This design comes from an exercise in tuning for small area, a short achievable clock period and few clock cycles per item on the open sky130 flow, not from production work. Only simulation tests tie the RTL to the original design; equivalence was not proved.

==> inputs of willow <==
// lk7_svf
module lk7_svf (
    input  wire        clk,
    input  wire        rst,
    input  wire        in_valid,
    output wire        in_ready,
    input  wire        in_ch,
    input  wire        in_clr,
    input  wire [1:0]  in_mode,
    input  wire [1:0]  in_nsec,
    input  wire [31:0] in_x,
    input  wire [31:0] in_a1,
    input  wire [31:0] in_a2,
    input  wire [31:0] in_a3,
    input  wire [31:0] in_k,
    output wire        out_valid,
    output wire [31:0] out_y
);
==> flow/config.mk <==
export PLATFORM = sky130hd
export DESIGN_NAME = lk7_svf
export DESIGN_NICKNAME = lk7_svf
export VERILOG_FILES = /design/flow/design.v
export SDC_FILE = /design/flow/constraint.sdc
export NUM_CORES = 4
export LEC_CHECK = 0
export ABC_AREA = 1
export CAP_MARGIN = 20
export CORE_MARGIN = 2
export CORE_UTILIZATION = 40
export PLACE_DENSITY = 0.6
export SLEW_MARGIN = 20
==> flow/constraint.sdc <==
create_clock -name core_clock -period 20.0 [get_ports {clk}]
set_input_delay 4.0000 -clock core_clock [delete_from_list [all_inputs] [get_ports {clk}]]
set_output_delay 4.0000 -clock core_clock [all_outputs]
set_load 0.01 [all_outputs]
standard.sh (not shown) runs the stock make flow with config.mk's settings and CLKGATE_MAP_FILE= SYNTH_SCRIPT=/design/flow/synth_recipe.tcl, a recipe that flattens the netlist after the stock synthesis.
==> flow/flow/run.sh <==
#!/bin/bash
# Own flow: the standard layout (standard.sh) unchanged, except that
# - OpenROAD's repair_timing is asked to keep SETUP_SLACK_MARGIN ns of setup
#   slack at the design's clock, so that it sizes the critical paths for a
#   shorter achieved period;
# - every port is still buffered, with a small buffer (buf_2).
# Clock, constraints and steps are the standard ones.
set -euo pipefail
export SETUP_SLACK_MARGIN=11
export BUFFER_PORTS_ARGS="-buffer_cell sky130_fd_sc_hd__buf_2"
bash standard.sh > standard.log 2>&1
==> umber (differences from willow) <==
--- a/flow/design.v
+++ b/flow/design.v
@@ -86,44 +86,42 @@
     reg [31:0] ic2_q [0:3];
     wire [1:0]  idx  = {f_ch, sec};
     wire [31:0] ic1c = ic1_q[idx];
     wire [31:0] ic2c = ic2_q[idx];
     wire        clr0 = go & f_clr;                
     wire [31:0] ic2g = clr0 ? 32'd0 : ic2c;
     reg  [31:0] dop_r;        
-    reg  [31:0] dop2_r;       
     reg  [31:0] xo_r;         
     reg  [63:0] pa_r;         
     reg  [63:0] pb_r;         
     wire [31:0] v2_r = pb_r[31:0];
     wire [31:0] xcur = sec ? xo_r : f_x;    
     wire [34:0] v3d;
     wire [32:0] xm;
     wire        g_v3, p_v3, g_xm, p_xm;
     padd35 sub_v3 (.a({{3{xcur[31]}}, xcur}), .b(~{{3{ic2g[31]}}, ic2g}), .cin(1'b1),
                    .s(v3d), .gout(g_v3), .pout(p_v3));
     padd33 sub_xm (.a({xo_r[31], xo_r}), .b(~(f_mode[0] ? 33'd0 : {v2_r[31], v2_r})), .cin(1'b1),
                    .s(xm), .gout(g_xm), .pout(p_xm));
     wire [31:0] v3_n = sat35(v3d);
-    wire [15:0] b_one, b_two, b_neg, b2_one, b2_two, b2_neg;
-    benc enc  (.b(dop_r), .flip(p2), .one(b_one), .two(b_two), .neg(b_neg));
-    benc enc2 (.b(dop2_r), .flip(1'b0), .one(b2_one), .two(b2_two), .neg(b2_neg));
+    wire [15:0] b_one, b_two, b_neg;
+    benc enc (.b(dop_r), .flip(p2), .one(b_one), .two(b_two), .neg(b_neg));
     wire [31:0] m1 = p2 ? f_k : f_a2;
     wire [31:0] m2 = p0 ? f_a1 : f_a3;
     wire [64:0] c1 = ({65{p0}} & {{3{ic2g[31]}}, ic2g, 30'h2000_0000})
                    | ({65{p1}} & {pa_r[63], pa_r})
                    | ({65{p2}} & {{2{xm[32]}}, xm, 30'h1FFF_FFFF});
     wire [64:0] c2 = p0 ? 65'h0_2000_0000 : {pb_r[63], pb_r};
     wire [34:0] r1 = ~{{4{ic1c[31]}}, ic1c[31:1]};
     wire [34:0] r2 = ~{{4{ic2c[31]}}, ic2c[31:1]};
     wire [64:0] s1, s2;
     wire [34:0] z1, z2;
     bmt  t1 (.a(m1), .one(b_one), .two(b_two), .neg(b_neg), .c(c1),
              .r(r1), .e(~ic1c[0]), .s(s1), .z(z1));
-    bmt  t2 (.a(m2), .one(b2_one), .two(b2_two), .neg(b2_neg), .c(c2),
+    bmt  t2 (.a(m2), .one(b_one), .two(b_two), .neg(b_neg), .c(c2),
              .r(r2), .e(~ic2c[0]), .s(s2), .z(z2));
     wire [31:0] v1_n  = sat35(s1[64:30]);
     wire [31:0] v2_n  = sat35(s2[64:30]);
     wire [31:0] ic1_n = upd(s1[64:30], z1, ic1c[0]);
     wire [31:0] ic2_n = upd(s2[64:30], z2, ic2c[0]);
     wire [31:0] yv    = p2 ? v1_n : (f_mode[0] ? v1_n : v2_n);
     wire        wr0    = do_p1 & (idx == {in_ch, 1'b0});
@@ -144,20 +142,14 @@
             dop_r <= v3_n;
         else if (do_p1 & hpn)
             dop_r <= v1_n;
         else if (sec_end & ~lastsec)
             dop_r <= ic1_q[{f_ch, 1'b1}];
         else
             dop_r <= ic1_nr;
-        if (do_p0)
-            dop2_r <= v3_n;
-        else if (sec_end & ~lastsec)
-            dop2_r <= ic1_q[{f_ch, 1'b1}];
-        else if (~(do_p1 & hpn))
-            dop2_r <= ic1_nr;
         if (rst) begin
             for (i = 0; i < 4; i = i + 1) begin
                 ic1_q[i] <= 32'd0;
                 ic2_q[i] <= 32'd0;
             end
         end else if (clr0) begin
             ic1_q[{f_ch, 1'b0}] <= 32'd0;
==> flow/flow/run.sh (replaced) <==
#!/bin/bash
# Own flow: the standard layout (standard.sh) unchanged, except that
# OpenROAD's repair_timing is asked to keep SETUP_SLACK_MARGIN ns of setup
# slack at the design's clock, so that it sizes the critical paths for a
# shorter achieved period.  Clock, constraints and steps are the standard ones.
set -euo pipefail
export SETUP_SLACK_MARGIN=11
bash standard.sh > standard.log 2>&1
==> results.json <==
{
  "drt_wl_total_um": 419000,
  "nClkBuffers": 108,
  "wl_met2_um": 171000,
  "area_growth_pct": 17.0,
  "final_layout_size_suffix_gt1_frac": 0.141,
  "dp_hpwl_um": 285000,
  "clk_latency_ns": 0.77,
  "min_to": "acc",
  "fin_nets": 12544,
  "yosysTopAreaCellShare": 0.244,
  "outcome": "timing/DRC/antenna clean",
  "critPathLaunch": "dop2_r[7]"
}
-- figures above: willow

==> results.json <==
{
  "nClkBuffers": 106,
  "outcome": "timing/DRC/antenna clean",
  "critPathLaunch": "p2",
  "dp_hpwl_um": 278000,
  "final_layout_size_suffix_gt1_frac": 0.0965,
  "min_to": "ic2_q[2][2]",
  "area_growth_pct": 16.8,
  "yosysTopAreaCellShare": 0.248
}
-- figures above: umber

Testbench counts of willow, summed over its fixed seeds: cycles 35,549, items 9,600.
Testbench counts of umber, summed over its fixed seeds: cycles 35,549, items 9,600.

[afterwards: timing with drivers on the ports]
The results above use ideal ports. As a check the final layouts listed here were re-extracted and re-timed, cells and wires unchanged.
Step 1: set_driving_cell puts a clkbuf_16 on clk and a buf_2 on each other input, an assumption about the parent block.
Step 2 also shifts input and output timing later by t, the mid clock arrival at the registers, as if the neighbouring blocks saw the same clock.
a / b / c = no drivers / after step 1 / after step 2; a / b = the first two.
run | shift t [ns] | setup slack, ns | slew at the worst register clock pin (ns)
willow | 0.801 | 11.083 / 11.083 / 11.083 | 0.08 / 0.08
umber | 0.835 | 11.150 / 11.150 / 11.150 | 0.09 / 0.09
After both steps setup and hold are still met in every run listed.
